Source: an optimization exercise on an open RTL-to-GDS flow (aim: small area and a short achievable clock period). Production flows keep margins and buffers that such runs may drop.
In this exercise RTL edits were held to simulation tests only and were not proved equivalent to the original.
Power and IR drop assume default switching activity.

== the previous run ==
==> module capu, before the edit <==
module capu (
    input  wire        clk,
    input  wire [31:0] cur,           
    input  wire [31:0] w1,            
    input  wire [31:0] disp,          
    input  wire [1:0]  size,          
    output wire [33:0] base,          
    output wire [33:0] top,
    output wire [33:0] rep_lo,
    output wire [33:0] rep_hi,
    output wire [33:0] addr,          
    output wire        in_bounds,     
    output wire        rep_ok,        
    input  wire [32:0] b0,            
    input  wire [32:0] t0,
    output wire [4:0]  enc_e,
    output wire [9:0]  enc_b,
    output wire [9:0]  enc_t,
    output wire [32:0] enc_base,
    output wire [32:0] enc_top
);
    integer i;
    wire [4:0] e      = w1[31:27];
    wire       sealed = w1[6];
    wire [9:0] bm     = sealed ? {w1[26:20], 3'b000} : w1[26:17];
    wire [9:0] tm     = sealed ? {w1[19:13], 3'b000} : w1[16:7];
    wire       is22   = (e == 5'd22);
    reg [31:0] lm;                        
    always @(*)
        for (i = 0; i < 32; i = i + 1)
            lm[i] = (i < e + 10);
    wire [31:0] bmg = {22'd0, bm} << e;
    wire [31:0] tmg = {22'd0, tm} << e;
    wire [9:0] cpos;
    capu_win u_cp (.x({1'b0, cur}), .e(e), .y(cpos));
    wire kb  = ~is22 & (sealed ? (cpos < {w1[26:20], 3'b000}) : (cpos < w1[26:17]));
    wire tlt = (tm < bm);
    wire ktp = is22 ? (tm == 10'd0) : (tlt & ~kb);    
    wire ktn = ~is22 & ~tlt & kb;                     
    wire [31:0] hu = cur | lm;            
    wire [31:0] hv = cur & ~lm;           
    wire [31:0] pa, po;                   
    capu_pfx #(32) u_pa (.g({31'd0, hu[0]}), .p(hu), .o(pa));
    capu_pfx #(32) u_po (.g(hv), .p({32{1'b1}}), .o(po));
    wire [32:0] ci  = {pa, 1'b1} & ~{1'b0, lm};
    wire [32:0] bi  = ~{po, 1'b0} & ~{1'b0, lm};
    wire [32:0] hh  = {1'b0, hv};
    wire [32:0] b33 = (hh ^ ({33{kb}} & bi)) | {1'b0, bmg};
    wire [32:0] r33 = (hh ^ ({33{~kb}} & ci)) | {1'b0, bmg};
    wire [32:0] t33 = (hh ^ (({33{ktp}} & ci) | ({33{ktn}} & bi))) | {1'b0, tmg};
    wire [33:0] a;                        
    capu_add #(34) u_a (.x({2'b00, cur}), .y({{2{disp[31]}}, disp}), .ci(1'b0), .s(a));
    reg [32:0] base_r, rh_r;
    reg [33:0] top_r, a_r;
    reg [1:0]  sz_r;
    reg        is22_r;
    always @(posedge clk) begin
        base_r <= b33;
        top_r  <= {ktn & bi[32], t33};
        rh_r   <= {r33[32], r33[31:0] & ~{32{r33[32]}}};    
        a_r    <= a;
        sz_r   <= size;
        is22_r <= is22;
    end
    wire [33:0] b_v = {base_r[32], base_r};
    wire ge_b = $signed(a_r) >= $signed(b_v);
    wire lt_r = $signed(a_r) < $signed({1'b0, rh_r});
    wire [2:0]  sm1 = (3'd1 << sz_r) - 3'd1;
    wire [34:0] xa  = {a_r[33], a_r};
    wire [34:0] xt  = ~{top_r[33], top_r};
    wire [34:0] xs  = {32'd0, sm1};
    wire [34:0] cs  = xa ^ xt ^ xs;
    wire [35:0] cc  = {(xa & xt) | (xa & xs) | (xt & xs), 1'b1};
    wire [34:0] cy;
    capu_pfx #(35) u_t (.g({cs[34:1] & cc[34:1], (cs[0] & cc[0])}), .p(cs ^ cc[34:0]), .o(cy));
    wire lt_t = cs[34] ^ cc[34] ^ cy[33];
    assign base      = b_v;
    assign rep_lo    = is22_r ? 34'd0 : b_v;
    assign top       = top_r;
    assign rep_hi    = {1'b0, rh_r};
    assign addr      = a_r;
    assign in_bounds = ge_b & lt_t;
    assign rep_ok    = (is22_r ? ~a_r[33] : ge_b) & lt_r;
    wire [32:0] l;
    capu_add #(33) u_l (.x(t0), .y(~b0), .ci(1'b1), .s(l));
    wire [32:0] bw = l ^ t0 ^ b0;         
    wire [32:0] tor;                      
    capu_pfx #(33) u_st (.g(t0), .p({33{1'b1}}), .o(tor));
    wire [32:0] st = {tor[31:0], 1'b0};   
    reg  [32:0] lr;
    wire [32:0] lorr;
    always @(*)
        for (i = 0; i < 33; i = i + 1)
            lr[i] = l[32 - i];
    capu_pfx #(33) u_lo (.g(lr), .p({33{1'b1}}), .o(lorr));
    reg  [33:0] lor;                      
    always @(*) begin
        lor[33] = 1'b0;
        for (i = 0; i < 33; i = i + 1)
            lor[i] = lorr[32 - i];
    end
    reg [21:0] xm;
    reg [8:0]  w;
    always @(*)
        for (i = 0; i < 22; i = i + 1) begin
            w     = l[i+8 -: 9];          
            xm[i] = lor[i+10] | (l[i+9] &
                    ((&w[8:6] & (|w[5:0] | bw[i] | st[i])) |
                     (&w[8:7] & ~w[6] & &w[5:0] & bw[i] & st[i])));
        end
    reg [32:0] b0_r, tm1_r;
    reg [21:0] em_r;
    always @(posedge clk) begin
        b0_r  <= b0;
        tm1_r <= t0 ^ ~st;                
        em_r  <= xm;
    end
    wire [32:0] em = {11'd0, em_r};
    wire [4:0]  xe;                       
    assign xe[4] = em_r[15];
    assign xe[3] = em_r[7] & ~em_r[15];
    assign xe[2] = (em_r[3] & ~em_r[7]) | (em_r[11] & ~em_r[15]) | em_r[19];
    assign xe[1] = (em_r[1] & ~em_r[3]) | (em_r[5] & ~em_r[7]) | (em_r[9] & ~em_r[11]) |
                   (em_r[13] & ~em_r[15]) | (em_r[17] & ~em_r[19]) | em_r[21];
    assign xe[0] = (em_r[0] & ~em_r[1]) | (em_r[2] & ~em_r[3]) | (em_r[4] & ~em_r[5]) |
                   (em_r[6] & ~em_r[7]) | (em_r[8] & ~em_r[9]) | (em_r[10] & ~em_r[11]) |
                   (em_r[12] & ~em_r[13]) | (em_r[14] & ~em_r[15]) | (em_r[16] & ~em_r[17]) |
                   (em_r[18] & ~em_r[19]) | (em_r[20] & ~em_r[21]);
    wire [32:0] ty = tm1_r | em;
    wire [32:0] ta;                       
    capu_pfx #(33) u_ta (.g({32'd0, ty[0]}), .p(ty), .o(ta));
    wire [9:0] wb, wt;
    capu_win u_wb (.x(b0_r), .e(xe), .y(wb));
    capu_win u_wt (.x(tm1_r), .e(xe), .y(wt));
    assign enc_e    = xe;
    assign enc_base = b0_r & ~em;
    assign enc_top  = ty ^ {ta[31:0], 1'b1};
    assign enc_b    = wb;
    assign enc_t    = wt + 10'd1;
endmodule
==> flow/config.mk <==
export PLATFORM = sky130hd
export DESIGN_NAME = capu
export DESIGN_NICKNAME = capu
export VERILOG_FILES = /design/flow/design.v
export SDC_FILE = /design/flow/constraint.sdc
export NUM_CORES = 4
export LEC_CHECK = 0
export ABC_AREA = 1
export CAP_MARGIN = 30
export CORE_MARGIN = 2
export CORE_UTILIZATION = 40
export CTS_CLUSTER_DIAMETER = 100
export CTS_CLUSTER_SIZE = 30
export SLEW_MARGIN = 30
==> flow/constraint.sdc <==
create_clock -name core_clock -period 18.0 [get_ports {clk}]
set_input_delay 3.6000 -clock core_clock [delete_from_list [all_inputs] [get_ports {clk}]]
set_output_delay 3.6000 -clock core_clock [all_outputs]
set_load 0.01 [all_outputs]
standard.sh (not shown) runs the stock make flow with config.mk's settings and CLKGATE_MAP_FILE= SYNTH_SCRIPT=/design/flow/synth_recipe.tcl, a recipe that flattens the netlist after the stock synthesis.
==> flow/flow/run.sh <==
#!/bin/bash
# Standard layout, with buf_1 port buffers and the setup repair aiming for
# 11 ns of slack.
set -euo pipefail
bash standard.sh "BUFFER_PORTS_ARGS=-buffer_cell sky130_fd_sc_hd__buf_1" SETUP_SLACK_MARGIN=11 finish > layout.log 2>&1
> inputs changed (the previous run -> the current run)
--- a/flow/design.v
+++ b/flow/design.v
@@ -51,5 +51,6 @@
     wire [33:0] a;                        
     capu_add #(34) u_a (.x({2'b00, cur}), .y({{2{disp[31]}}, disp}), .ci(1'b0), .s(a));
-    reg [32:0] base_r, rh_r;
+    reg [32:0] base_r;
+    reg [32:10] rh_r;                     
     reg [33:0] top_r, a_r;
     reg [1:0]  sz_r;
@@ -58,5 +59,5 @@
         base_r <= b33;
         top_r  <= {ktn & bi[32], t33};
-        rh_r   <= {r33[32], r33[31:0] & ~{32{r33[32]}}};    
+        rh_r   <= {r33[32], r33[31:10] & ~{22{r33[32]}}};   
         a_r    <= a;
         sz_r   <= size;
@@ -64,6 +65,7 @@
     end
     wire [33:0] b_v = {base_r[32], base_r};
+    wire [32:0] rh  = {rh_r, base_r[9:0] & ~{10{rh_r[32]}}};
     wire ge_b = $signed(a_r) >= $signed(b_v);
-    wire lt_r = $signed(a_r) < $signed({1'b0, rh_r});
+    wire lt_r = $signed(a_r) < $signed({1'b0, rh});
     wire [2:0]  sm1 = (3'd1 << sz_r) - 3'd1;
     wire [34:0] xa  = {a_r[33], a_r};
@@ -78,5 +80,5 @@
     assign rep_lo    = is22_r ? 34'd0 : b_v;
     assign top       = top_r;
-    assign rep_hi    = {1'b0, rh_r};
+    assign rep_hi    = {1'b0, rh};
     assign addr      = a_r;
     assign in_bounds = ge_b & lt_t;
Notes after the runs:
When the current run is set beside the previous run, its ratio of cells with drive above 1 in the final layout turns out to be 0.24 points larger. Going from the previous run to the current run, the share of total power in the clock network was found to have gone up by 2.1 points. The current run vs. the previous run: die area -1.1%, final-stage net count has remained practically unchanged. Diff the previous run..the current run | final cell count without fillers | negligible. Any difference in utilization between the previous run and the current run is small enough to ignore.

==> port drivers added, routing unchanged <==
How much do the figures lean on ideal ports? The routed layouts below were timed once more, with nothing changed but the port constraints. Step 1 sets driving cells, clkbuf_16 on the clock port and buf_2 on the other inputs (assumed; they add their load-dependent delay and slew). Step 2 adds t to the input delays and takes it off the output delays; t is the mean of the earliest and latest rising clock arrival at the registers after step 1. Input paths then give back, and output paths get back, about the clock's delay inside the block. Slacks: ideal ports / drivers / drivers and shift; pairs: ideal ports / drivers.
| run | t (ns) | setup WS [ns] | worst setup path at the end | worst register clock-pin slew, ns | pins driven straight from the clock port |
|---|---|---|---|---|---|
| the previous run | 0.575 | 11.156 / 11.097 / 10.697 | input to register | 0.12 / 0.12 | 1 |
| the current run | 0.577 | 11.098 / 11.034 / 10.673 | input to register | 0.11 / 0.11 | 1 |
After both steps setup and hold are still met in every run listed. The setup slack of the previous run, which loses most, moves by -0.059 ns with the drivers and by -0.459 ns with both steps.
